What follows belongs to an exercise in optimizing a design on an open flow for small area, a short achievable clock period and few clock cycles per item; a production flow would make more cautious choices.
Only simulation tests tie the RTL to the original design; equivalence was not proved.

Setup of north:
## tot_mulr
module tot_mulr (
    input  wire         clk,
    input  wire         rst,
    input  wire         start,
    input  wire [127:0] opd,
    input  wire [63:0]  opf,
    input  wire [5:0]   mexp,
    input  wire [1:0]   rmode,
    output reg          busy,
    output reg          done,
    output reg          refused,
    output reg  [3:0]   cause,
    output reg  [127:0] res
);
For scale: roughly 5800 cells after synthesis.
Settings: LEC_CHECK=0, CAP_MARGIN=20, CORE_MARGIN=2, CORE_UTILIZATION=40, SLEW_MARGIN=20; clock period 90.0 ns.
standard.sh (not shown) runs the stock make flow with config.mk's settings and CLKGATE_MAP_FILE= SYNTH_SCRIPT=/design/flow/synth_recipe.tcl, a recipe that flattens the netlist after the stock synthesis.
==> flow/flow/run.sh <==
#!/bin/bash
# Own flow: the standard layout (standard.sh) with two changes:
#  - synthesis: Yosys's extract_fa/adder-cell mapping is skipped and ABC maps
#    for area (two rounds of choice computation and mapping with area
#    recovery); the synth wrapper (-nofsm -noshare, flatten, renames) is the
#    standard one;
#  - port buffers: every input and output still gets a buffer, but a buf_1
#    instead of the flow's default clkdlybuf4s50_1 delay cell.
# Floorplan, placement, CTS, routing and the constraints are the standard ones.
set -euo pipefail
W=$(pwd)
SCR="$FLOW_HOME/scripts"

# synthesis script: ORFS's synth.tcl without the adder step, area-oriented abc
python3 - "$SCR/synth.tcl" "$W/synth_custom.tcl" > "$W/flow_prep.log" 2>&1 <<'PY'
import sys
s = open(sys.argv[1]).read()
a = s.index("# Technology mapping of adders")
b = s.index("# Technology mapping of latches")
s = s[:a] + s[b:]
old = "  log_cmd abc {*}$abc_args"
assert old in s
script = ("+strash;&get,-n;&fraig,-x;&put;scorr;dc2;dretime;strash;&get,-n;&dch,-f;"
          "&nf,-R,300;&put;strash;&get,-n;&dch,-f;&nf,-R,300;&put")
s = s.replace(old, '  log_cmd abc -script {%s} {*}$lib_args {*}$lib_dont_use_args' % script)
open(sys.argv[2], "w").write(s)
PY

# the standard wrapper, sourcing the script above
sed "s#source \$::env(SCRIPTS_DIR)/synth.tcl#source $W/synth_custom.tcl#" \
    "$W/synth_recipe.tcl" > "$W/custom_synth.tcl"
grep -q "synth_custom.tcl" "$W/custom_synth.tcl"

# standard.sh with the synthesis script swapped and the port buffer cell set
sed -e "s#SYNTH_SCRIPT=[^ ]*#SYNTH_SCRIPT=$W/custom_synth.tcl#" \
    -e "s#CLKGATE_MAP_FILE= #CLKGATE_MAP_FILE= 'BUFFER_PORTS_ARGS=-buffer_cell sky130_fd_sc_hd__buf_1' #" \
    "$W/standard.sh" > "$W/custom_standard.sh"
grep -q "custom_synth.tcl" "$W/custom_standard.sh"
grep -q "BUFFER_PORTS_ARGS" "$W/custom_standard.sh"

bash "$W/custom_standard.sh" > "$W/flow_make.log" 2>&1
test -f "$W/out/final.def"
Testbench counts of north, summed over its fixed seeds: cycles 38,874, items 3,200.
### north -> south
-- flow/design.v --
<<< north, line 26
    reg         rdef;      
    reg         rtie;      
    reg bad;
    always @* begin
>>> south, line 26
    reg         rdef;      
    reg         rtie;      
    reg         idle;      
    reg bad;
    always @* begin
<<< north, line 213
    reg [5:0] cnt_nx;
    always @* begin
        if (!busy)      cnt_nx = mexp;
        else if (pre4)  cnt_nx = cnt - 6'd4;
        else if (pre)   cnt_nx = cnt - 6'd1;
>>> south, line 214
    reg [5:0] cnt_nx;
    always @* begin
        if (idle)       cnt_nx = mexp;
        else if (pre4)  cnt_nx = cnt - 6'd4;
        else if (pre)   cnt_nx = cnt - 6'd1;
<<< north, line 229
        intg      <= (cnt_nx == 6'd0);
        last_frac <= (cnt_nx == 6'b111111);
        if (!busy) begin
            a      <= opd[127:4];
            f      <= opf;
>>> south, line 230
        intg      <= (cnt_nx == 6'd0);
        last_frac <= (cnt_nx == 6'b111111);
        if (idle) begin
            a      <= opd[127:4];
            f      <= opf;
<<< north, line 273
        if (rst) begin
            busy <= 1'b0;
            done <= 1'b0;
            res  <= 128'h0000_0000_0000_0000_0000_0000_0000_000C;
        end else begin
            done <= 1'b0;
            if (!busy) begin
                if (start)
                    busy <= 1'b1;
            end else if (bad) begin
                busy    <= 1'b0;
                done    <= 1'b1;
                refused <= 1'b1;
>>> south, line 274
        if (rst) begin
            busy <= 1'b0;
            idle <= 1'b1;
            done <= 1'b0;
            res  <= 128'h0000_0000_0000_0000_0000_0000_0000_000C;
        end else begin
            done <= 1'b0;
            if (idle) begin
                if (start) begin
                    busy <= 1'b1;
                    idle <= 1'b0;
                end
            end else if (bad) begin
                busy    <= 1'b0;
                idle    <= 1'b1;
                done    <= 1'b1;
                refused <= 1'b1;
<<< north, line 287
            end else if (last) begin
                busy    <= 1'b0;
                done    <= 1'b1;
                refused <= ovf_fin;
>>> south, line 292
            end else if (last) begin
                busy    <= 1'b0;
                idle    <= 1'b1;
                done    <= 1'b1;
                refused <= ovf_fin;
Taking north as the reference, in south register bit count reported by yosys about even; final weighted congestion of routability-driven global placement rose 3.4%. Category of the critical setup timing path: register to output port -> south, register to register -> north. Sort south and north by multiplexer share of the synthesized area, descending, and south comes first. Looking at commonest non-fill, non-tap cell in the layout, the sky130_fd_sc_hd__nand2_1 result is from north; the sky130_fd_sc_hd__nor2_1 one comes from south. Going from north to south, accumulated negative setup slack stayed essentially flat, post-synthesis cell count lower.
Testbench counts of south, summed over its fixed seeds: cycles 38,874, items 3,200.

rev 12:
tot_mulr, a different RTL version from the one above (not shown whole).
Size in the first run: ~5,100 cells after synthesis, about 470 flip-flops, roughly 340 I/O pins, about 0.041 mm2 of cells after synthesis.
Settings: LEC_CHECK=0, CAP_MARGIN=20, CORE_MARGIN=2, CORE_UTILIZATION=40, SLEW_MARGIN=20; clock period 90.0 ns.
==> flow/flow/run.sh <==
#!/bin/bash
# Own flow: the standard layout (standard.sh) with two changes:
#  - synthesis: Yosys's extract_fa/adder-cell mapping is skipped and ABC maps
#    with its default script (the synth wrapper with -nofsm -noshare, flatten
#    and renames is the standard one);
#  - port buffers: every input and output still gets a buffer, but a buf_1
#    instead of the flow's default clkdlybuf4s50_1 delay cell.
# Floorplan, placement, CTS, routing and the constraints are the standard ones.
set -euo pipefail
W=$(pwd)
SCR="$FLOW_HOME/scripts"

# synthesis script: ORFS's synth.tcl without the adder step, plain abc
python3 - "$SCR/synth.tcl" "$W/synth_custom.tcl" > "$W/flow_prep.log" 2>&1 <<'PY'
import sys
s = open(sys.argv[1]).read()
a = s.index("# Technology mapping of adders")
b = s.index("# Technology mapping of latches")
s = s[:a] + s[b:]
old = "  log_cmd abc {*}$abc_args"
assert old in s
s = s.replace(old, "  log_cmd abc {*}$lib_args {*}$lib_dont_use_args")
open(sys.argv[2], "w").write(s)
PY

# the standard wrapper, sourcing the script above
sed "s#source \$::env(SCRIPTS_DIR)/synth.tcl#source $W/synth_custom.tcl#" \
    "$W/synth_recipe.tcl" > "$W/custom_synth.tcl"
grep -q "synth_custom.tcl" "$W/custom_synth.tcl"

# standard.sh with the synthesis script swapped and the port buffer cell set
sed -e "s#SYNTH_SCRIPT=[^ ]*#SYNTH_SCRIPT=$W/custom_synth.tcl#" \
    -e "s#CLKGATE_MAP_FILE= #CLKGATE_MAP_FILE= 'BUFFER_PORTS_ARGS=-buffer_cell sky130_fd_sc_hd__buf_1' #" \
    "$W/standard.sh" > "$W/custom_standard.sh"
grep -q "custom_synth.tcl" "$W/custom_standard.sh"
grep -q "BUFFER_PORTS_ARGS" "$W/custom_standard.sh"

bash "$W/custom_standard.sh" > "$W/flow_make.log" 2>&1
test -f "$W/out/final.def"
In summary, rev 12 completed successfully, with a layout that passed the timing, design-rule and antenna checks.
Testbench counts of rev 12, summed over its fixed seeds: cycles 38,874, items 3,200.
The following lists how rev 13 was set up differently from rev 12:
--- a/flow/design.v
+++ b/flow/design.v
@@ -20,17 +20,16 @@
     reg [3:0]   sgn;       
     reg [1:0]   rnd;
     reg [5:0]   cnt;       
     reg         sticky;    
     reg         alost;     
     reg         ovf;
     reg         rdef;      
     reg         rtie;      
-    reg         idle;      
     reg bad;
     always @* begin
         bad = (sgn[3:1] != 3'b110);
         for (i = 0; i < 31; i = i + 1)
             if (a[4*i+3] & (a[4*i+2] | a[4*i+1])) bad = 1'b1;
         for (i = 0; i < 16; i = i + 1)
             if (f[4*i+3] & (f[4*i+2] | f[4*i+1])) bad = 1'b1;
     end
@@ -206,33 +205,33 @@
     wire [123:0] acc_in  = frac4 ? {16'd0, acc[123:16]} :
                            frac  ? sum[127:4] : sum[123:0];
     wire         ovf_now = frac ? cc[32]
                                 : ((cc[32] & !yn) | (sum[127:124] != 4'd0) | (alost & !d_z));
     wire         ovf_fin = ovf | ovf_now;
     wire         zero    = (acc_in == 124'd0);
     reg [5:0] cnt_nx;
     always @* begin
-        if (idle)       cnt_nx = mexp;
+        if (!busy)      cnt_nx = mexp;
         else if (pre4)  cnt_nx = cnt - 6'd4;
         else if (pre)   cnt_nx = cnt - 6'd1;
         else if (frac4) cnt_nx = cnt + 6'd4;
         else if (frac)  cnt_nx = cnt + 6'd1;
         else            cnt_nx = cnt;
     end
     always @(posedge clk) begin
         cnt       <= cnt_nx;
         pre       <= !cnt_nx[5] && (cnt_nx != 6'd0);
         pre4      <= !cnt_nx[5] && (cnt_nx[4:2] != 3'd0);
         frac      <= cnt_nx[5];
         frac_m4   <= cnt_nx[5] && ((cnt_nx[4:2] != 3'b111) || (cnt_nx[1:0] == 2'b00));
         frac_e4   <= (cnt_nx == 6'b111100);
         intg      <= (cnt_nx == 6'd0);
         last_frac <= (cnt_nx == 6'b111111);
-        if (idle) begin
+        if (!busy) begin
             a      <= opd[127:4];
             f      <= opf;
             sgn    <= opd[3:0];
             rnd    <= rmode;
             acc    <= 124'd0;
             sticky <= 1'b0;
             alost  <= 1'b0;
             ovf    <= 1'b0;
@@ -266,35 +265,30 @@
             f     <= {4'd0, f[63:4]};
             rdef  <= 1'b0;
             rtie  <= 1'b0;
         end
     end
     always @(posedge clk) begin
         if (rst) begin
             busy <= 1'b0;
-            idle <= 1'b1;
             done <= 1'b0;
             res  <= 128'h0000_0000_0000_0000_0000_0000_0000_000C;
         end else begin
             done <= 1'b0;
-            if (idle) begin
-                if (start) begin
+            if (!busy) begin
+                if (start)
                     busy <= 1'b1;
-                    idle <= 1'b0;
-                end
             end else if (bad) begin
                 busy    <= 1'b0;
-                idle    <= 1'b1;
                 done    <= 1'b1;
                 refused <= 1'b1;
                 cause   <= 4'd2;
             end else if (last) begin
                 busy    <= 1'b0;
-                idle    <= 1'b1;
                 done    <= 1'b1;
                 refused <= ovf_fin;
                 cause   <= ovf_fin ? 4'd4 : 4'd0;
                 if (!ovf_fin)
                     res <= {acc_in, 3'b110, (sgn[0] && !zero)};
             end
         end
     end
Notes after the runs:
- The final layout from rev 13, which completed every stage, passed the timing, design-rule and antenna checks at the end of the flow.
- [compare] base=rev 12 new=rev 13: overall die height decreased 0.83%; share of the final layout cell area in multi-input gates lower; via count has decreased; routed wire length shrank by 0.87%.
- Net count of the finished layout: rev 13 vs rev 12 up 1.6%
- Summary of rev 13 over rev 12: worst-margin pin slew down 120 ps; clock skew lost 12 ps; met2 routing resource usage after global routing saw a decrease; multiplexer fraction of the synthesized cell area +0.18 points.
- Per the comparison of rev 13 with rev 12, post-detailed-route wirelength per cell lost 0.25 um; core utilization lost 0.18 points; final critical-path setup slack lost 120 ps.
Testbench counts of rev 13, summed over its fixed seeds: cycles 38,874, items 3,200.

port drivers added, routing unchanged:
How much do the figures lean on ideal ports? The routed layouts below were timed once more, with nothing changed but the port constraints. Step 1 (the two cells are an assumption about what drives the block):
set clk [get_ports {clk}]
set_driving_cell -lib_cell sky130_fd_sc_hd__clkbuf_16 $clk
set_driving_cell -lib_cell sky130_fd_sc_hd__buf_2 [delete_from_list [all_inputs] $clk]
Step 2 also shifts input and output timing later by t, the mid clock arrival at the registers, as if the neighbouring blocks saw the same clock. Slacks: ideal / step 1 / step 2; pairs: ideal / step 1.
run	t (ns)	setup slack, ns	worst register clock-pin slew, ns	pins driven straight from the clock port
north	0.749	69.126 / 69.126 / 69.126	0.07 / 0.07	1
south	0.752	70.747 / 70.671 / 70.410	0.07 / 0.07	1
rev 12	0.740	70.628 / 70.557 / 70.020	0.07 / 0.07	1
rev 13	0.734	70.508 / 70.439 / 70.597	0.07 / 0.07	1
After both steps every run listed still meets setup and hold. The setup slack of rev 12, which loses most, moves by -0.071 ns with the drivers and by -0.608 ns with both steps.
